This design comes from an exercise in tuning for small area, a short achievable clock period and few clock cycles per item on the open sky130 flow, not from production work.
Function was checked by simulation only, so behaviour that the tests miss may differ from the original.

// aes_engine
module aes_engine (
    input  wire         clk,
    input  wire         rst,
    input  wire         in_valid,
    output wire         in_ready,
    input  wire         in_aes256,
    input  wire [255:0] in_key,
    input  wire [127:0] in_block,
    output reg          out_valid,
    output wire [127:0] out_block
);
  localparam NS = 22;    
  localparam NK = 22;    
  reg [127:0]    state;
  reg [127:0]    ka1_n;    
  reg [127:0]    kb1;      
  reg            c1_busy, c1_aes256, c1_first, c1_last;
  reg   [3:0]    c1_round;
  reg   [7:0]    c1_rcon;
  reg [16*NS-1:0] mid;
  reg  [4*NK-1:0] kmid;
  reg [127:0]    ka2_n;
  reg [127:0]    kb2;
  reg            c2_busy, c2_aes256, c2_first, c2_last;
  reg   [3:0]    c2_round;
  reg   [7:0]    c2_rcon;
  wire [127:0]    state_d, ka1_d, kb1_d;
  wire [16*NS-1:0] mid_d;
  wire  [4*NK-1:0] kmid_d;
  wire [127:0]    in_key_hi = in_key[255:128];
  wire [127:0]    sb;
  wire  [31:0]    sw;
  wire stall = c1_busy && c1_aes256 && (c1_round < 4'd5);
  assign in_ready  = !c2_busy && !stall;
  assign out_block = state;
  wire busy2     = c2_busy;
  wire nbusy2    = !c2_busy;
  wire mix_en    = c2_busy && !c2_last;
  wire k256      = c2_busy && c2_aes256;
  wire ld256     = !c2_busy && in_aes256;
  wire kpass     = !(k256 || ld256);
  wire rot       = !c2_aes256 || !c2_round[0];
  ...
Settings: LEC_CHECK=0, CAP_MARGIN=20, CORE_MARGIN=2, CORE_UTILIZATION=60, PLACE_DENSITY=0.75, SETUP_SLACK_MARGIN=4.5, SLEW_MARGIN=20, SYNTH_HIERARCHICAL=1; clock period 8.0 ns.
standard.sh (not shown) runs the stock make flow with config.mk's settings and CLKGATE_MAP_FILE= SYNTH_SCRIPT=/design/flow/synth_recipe.tcl, a recipe that flattens the netlist after the stock synthesis.
==> flow/flow/run.sh <==
#!/bin/bash
# Standard layout, with the ports buffered by a plain buffer cell and no
# dummy loads added to the clock tree.
set -e
export BUFFER_PORTS_ARGS="-buffer_cell sky130_fd_sc_hd__buf_2"
export CTS_ARGS="-sink_clustering_enable -repair_clock_nets -dont_use_dummy_load"
bash standard.sh > standard.log 2>&1
The baseline finished with timing, DRC and antenna clean.
Testbench counts at the start, summed over its fixed seeds: cycles 6,888, blocks 512.
Then changed:
--- a/flow/design.v
+++ b/flow/design.v
@@ -173,48 +173,62 @@
     output reg          out_valid,
     output wire [127:0] out_block
 );
   localparam NS = 22;    
   localparam NK = 22;    
   reg [127:0]    state;
   reg [127:0]    ka1_n;    
   reg [127:0]    kb1;      
-  reg            c1_busy, c1_aes256, c1_first, c1_last;
+  reg            c1_busy, c1_aes256;
   reg   [3:0]    c1_round;
-  reg   [7:0]    c1_rcon;
   reg [16*NS-1:0] mid;
   reg  [4*NK-1:0] kmid;
   reg [127:0]    ka2_n;
   reg [127:0]    kb2;
-  reg            c2_busy, c2_aes256, c2_first, c2_last;
+  reg            c2_busy, c2_aes256;
   reg   [3:0]    c2_round;
-  reg   [7:0]    c2_rcon;
   wire [127:0]    state_d, ka1_d, kb1_d;
   wire [16*NS-1:0] mid_d;
   wire  [4*NK-1:0] kmid_d;
   wire [127:0]    in_key_hi = in_key[255:128];
   wire [127:0]    sb;
   wire  [31:0]    sw;
   wire stall = c1_busy && c1_aes256 && (c1_round < 4'd5);
   assign in_ready  = !c2_busy && !stall;
   assign out_block = state;
+  wire c2_first  = c2_aes256 && (c2_round == 4'd1);
+  wire c2_last   = (c2_round == (c2_aes256 ? 4'd14 : 4'd10));
+  wire [3:0] rc_idx = c2_aes256 ? {1'b0, c2_round[3:1]} : c2_round;
+  reg  [7:0] c2_rcon;
+  always @(*) begin
+    case (rc_idx)
+      4'd1:    c2_rcon = 8'h01;
+      4'd2:    c2_rcon = 8'h02;
+      4'd3:    c2_rcon = 8'h04;
+      4'd4:    c2_rcon = 8'h08;
+      4'd5:    c2_rcon = 8'h10;
+      4'd6:    c2_rcon = 8'h20;
+      4'd7:    c2_rcon = 8'h40;
+      4'd8:    c2_rcon = 8'h80;
+      4'd9:    c2_rcon = 8'h1b;
+      4'd10:   c2_rcon = 8'h36;
+      default: c2_rcon = 8'h00;
+    endcase
+  end
   wire busy2     = c2_busy;
   wire nbusy2    = !c2_busy;
   wire mix_en    = c2_busy && !c2_last;
   wire k256      = c2_busy && c2_aes256;
   wire ld256     = !c2_busy && in_aes256;
   wire kpass     = !(k256 || ld256);
   wire rot       = !c2_aes256 || !c2_round[0];
   wire rot_e     = rot && !c2_first;
   wire nrot_e    = !rot && !c2_first;
   wire [7:0] rc_e = rot_e ? c2_rcon : 8'h00;
-  function [7:0] xtime(input [7:0] b);
-    xtime = {b[6:0], 1'b0} ^ (b[7] ? 8'h1b : 8'h00);
-  endfunction
   wire w1, w2, w3, w4, w5, w6, w7, w8, w9, w10, w11, w12, w13, w14, w15, w16;
   wire w17, w18, w19, w20, w21, w22, w23, w24, w25, w26, w27, w28, w29, w30, w31, w32;
   wire w33, w34, w35, w36, w37, w38, w39, w40, w41, w42, w43, w44, w45, w46, w47, w48;
   wire w49, w50, w51, w52, w53, w54, w55, w56, w57, w58, w59, w60, w61, w62, w63, w64;
   wire w65, w66, w67, w68, w69, w70, w71, w72, w73, w74, w75, w76, w77, w78, w79, w80;
   wire w81, w82, w83, w84, w85, w86, w87, w88, w89, w90, w91, w92, w93, w94, w95, w96;
   wire w97, w98, w99, w100, w101, w102, w103, w104, w105, w106, w107, w108, w109, w110, w111, w112;
   wire w113, w114, w115, w116, w117, w118, w119, w120, w121, w122, w123, w124, w125, w126, w127, w128;
@@ -1798,27 +1812,18 @@
     state <= state_d;
     ka1_n <= ka1_d;
     kb1   <= kb1_d;
     mid   <= mid_d;
     kmid  <= kmid_d;
     ka2_n <= ka1_n;
     kb2   <= kb1;
     c2_aes256 <= c1_aes256;
-    c2_first  <= c1_first;
-    c2_last   <= c1_last;
     c2_round  <= c1_round;
-    c2_rcon   <= c1_rcon;
     if (!c2_busy) begin
       c1_aes256 <= in_aes256;
-      c1_first  <= in_aes256;
-      c1_last   <= 1'b0;
       c1_round  <= 4'd1;
-      c1_rcon   <= 8'h01;
     end else begin
       c1_aes256 <= c2_aes256;
-      c1_first  <= 1'b0;
-      c1_last   <= (c2_round == (c2_aes256 ? 4'd13 : 4'd9));
       c1_round  <= c2_round + 4'd1;
-      c1_rcon   <= rot_e ? xtime(c2_rcon) : c2_rcon;
     end
   end
 endmodule
Result:
- first-iteration DRC count increases by 11%
- worst setup slack improves by 0.064 ns
- synthesized cell count is about the same
- design area goes down by 0.85%
- wire length falls by 0.31%
- core utilization went up by 0.27 points
- final cell count shrinks by 0.62%
Testbench counts after the change, summed over its fixed seeds: cycles 6,888, blocks 512.

---

== harbor ==
aes_engine with an RTL version that a note above also has.
Size in the first run: about 5,200 cells after synthesis, about 520 I/O pins, roughly 54,000 um^2 of cells after synthesis.
export LEC_CHECK = 0
export CAP_MARGIN = 20
export CORE_MARGIN = 2
export CORE_UTILIZATION = 60
export PLACE_DENSITY = 0.75
export SETUP_SLACK_MARGIN = 4.4
export SLEW_MARGIN = 20
export SYNTH_HIERARCHICAL = 1
create_clock -name core_clock -period 8.0 [get_ports {clk}]
==> flow/flow/run.sh <==
#!/bin/bash
# Standard layout, with the ports buffered by a plain buffer cell.
set -e
export BUFFER_PORTS_ARGS="-buffer_cell sky130_fd_sc_hd__buf_2"
bash standard.sh > standard.log 2>&1
harbor finished every stage and its layout cleared the timing, DRC and antenna checks.
Testbench counts of harbor, summed over its fixed seeds: cycles 6,888, blocks 512.
The following lists how willow was set up differently from harbor:
diff --git a/flow/design.v b/flow/design.v
--- a/flow/design.v
+++ b/flow/design.v
@@ -175,58 +175,44 @@
 );
   localparam NS = 22;    
   localparam NK = 22;    
   reg [127:0]    state;
   reg [127:0]    ka1_n;    
   reg [127:0]    kb1;      
-  reg            c1_busy, c1_aes256;
+  reg            c1_busy, c1_aes256, c1_first, c1_last;
   reg   [3:0]    c1_round;
+  reg   [7:0]    c1_rcon;
   reg [16*NS-1:0] mid;
   reg  [4*NK-1:0] kmid;
   reg [127:0]    ka2_n;
   reg [127:0]    kb2;
-  reg            c2_busy, c2_aes256;
+  reg            c2_busy, c2_aes256, c2_first, c2_last;
   reg   [3:0]    c2_round;
+  reg   [7:0]    c2_rcon;
   wire [127:0]    state_d, ka1_d, kb1_d;
   wire [16*NS-1:0] mid_d;
   wire  [4*NK-1:0] kmid_d;
   wire [127:0]    in_key_hi = in_key[255:128];
   wire [127:0]    sb;
   wire  [31:0]    sw;
   wire stall = c1_busy && c1_aes256 && (c1_round < 4'd5);
   assign in_ready  = !c2_busy && !stall;
   assign out_block = state;
-  wire c2_first  = c2_aes256 && (c2_round == 4'd1);
-  wire c2_last   = (c2_round == (c2_aes256 ? 4'd14 : 4'd10));
-  wire [3:0] rc_idx = c2_aes256 ? {1'b0, c2_round[3:1]} : c2_round;
-  reg  [7:0] c2_rcon;
-  always @(*) begin
-    case (rc_idx)
-      4'd1:    c2_rcon = 8'h01;
-      4'd2:    c2_rcon = 8'h02;
-      4'd3:    c2_rcon = 8'h04;
-      4'd4:    c2_rcon = 8'h08;
-      4'd5:    c2_rcon = 8'h10;
-      4'd6:    c2_rcon = 8'h20;
-      4'd7:    c2_rcon = 8'h40;
-      4'd8:    c2_rcon = 8'h80;
-      4'd9:    c2_rcon = 8'h1b;
-      4'd10:   c2_rcon = 8'h36;
-      default: c2_rcon = 8'h00;
-    endcase
-  end
   wire busy2     = c2_busy;
   wire nbusy2    = !c2_busy;
   wire mix_en    = c2_busy && !c2_last;
   wire k256      = c2_busy && c2_aes256;
   wire ld256     = !c2_busy && in_aes256;
   wire kpass     = !(k256 || ld256);
   wire rot       = !c2_aes256 || !c2_round[0];
   wire rot_e     = rot && !c2_first;
   wire nrot_e    = !rot && !c2_first;
   wire [7:0] rc_e = rot_e ? c2_rcon : 8'h00;
+  function [7:0] xtime(input [7:0] b);
+    xtime = {b[6:0], 1'b0} ^ (b[7] ? 8'h1b : 8'h00);
+  endfunction
   wire w1, w2, w3, w4, w5, w6, w7, w8, w9, w10, w11, w12, w13, w14, w15, w16;
   wire w17, w18, w19, w20, w21, w22, w23, w24, w25, w26, w27, w28, w29, w30, w31, w32;
   wire w33, w34, w35, w36, w37, w38, w39, w40, w41, w42, w43, w44, w45, w46, w47, w48;
   wire w49, w50, w51, w52, w53, w54, w55, w56, w57, w58, w59, w60, w61, w62, w63, w64;
   wire w65, w66, w67, w68, w69, w70, w71, w72, w73, w74, w75, w76, w77, w78, w79, w80;
   wire w81, w82, w83, w84, w85, w86, w87, w88, w89, w90, w91, w92, w93, w94, w95, w96;
@@ -1814,16 +1800,25 @@
     kb1   <= kb1_d;
     mid   <= mid_d;
     kmid  <= kmid_d;
     ka2_n <= ka1_n;
     kb2   <= kb1;
     c2_aes256 <= c1_aes256;
+    c2_first  <= c1_first;
+    c2_last   <= c1_last;
     c2_round  <= c1_round;
+    c2_rcon   <= c1_rcon;
     if (!c2_busy) begin
       c1_aes256 <= in_aes256;
+      c1_first  <= in_aes256;
+      c1_last   <= 1'b0;
       c1_round  <= 4'd1;
+      c1_rcon   <= 8'h01;
     end else begin
       c1_aes256 <= c2_aes256;
+      c1_first  <= 1'b0;
+      c1_last   <= (c2_round == (c2_aes256 ? 4'd13 : 4'd9));
       c1_round  <= c2_round + 4'd1;
+      c1_rcon   <= rot_e ? xtime(c2_rcon) : c2_rcon;
     end
   end
 endmodule
### Flow results
- On multi-input combinational cell count, harbor and willow are basically level.
- Total of flip-flops plus latches after synthesis (willow vs. harbor) increases slightly
- The die area of willow exceeds that of harbor by 540 um^2.
- willow vs harbor — maximum frequency dropped by a few percent
- Run comparison: willow launching instance or port of the critical path mid[323]; harbor launching instance or port of the critical path mid[232]
- Xor/xnor share of the synthesized area, harbor and willow: larger value in harbor
- [willow vs harbor] post-route cell area: higher in willow
Testbench counts of willow, summed over its fixed seeds: cycles 6,888, blocks 512.

-- port drivers added, routing unchanged --
How much do the figures lean on ideal ports? The routed layouts below were timed once more, with nothing changed but the port constraints. Step 1 sets driving cells, clkbuf_16 on the clock port and buf_2 on the other inputs (assumed; they add their load-dependent delay and slew). Step 2 adds t to the input delays and takes it off the output delays; t is the mean of the earliest and latest rising clock arrival at the registers after step 1. Input paths then give back, and output paths get back, about the clock's delay inside the block. Three values: ideal ports, drivers, drivers and shift; two values: the first two.
run	t, ns	setup slack, ns	worst setup path after step 2	clock arrival spread, ns	worst slew at a driven data input, ns
the first run of note 1	0.758	4.420 / 4.420 / 4.049	input to register	0.059 / 0.059	0.11
the second run of note 1	0.734	4.485 / 4.485 / 3.861	input to register	0.067 / 0.067	0.10
harbor	0.764	4.388 / 4.388 / 3.739	input to register	0.024 / 0.025	0.09
willow	0.776	4.294 / 4.294 / 4.043	input to register	0.032 / 0.032	0.11
After both steps every run listed still meets setup and hold. The setup slack of harbor, which loses most, moves by 0.000 ns with the drivers and by -0.649 ns with both steps.
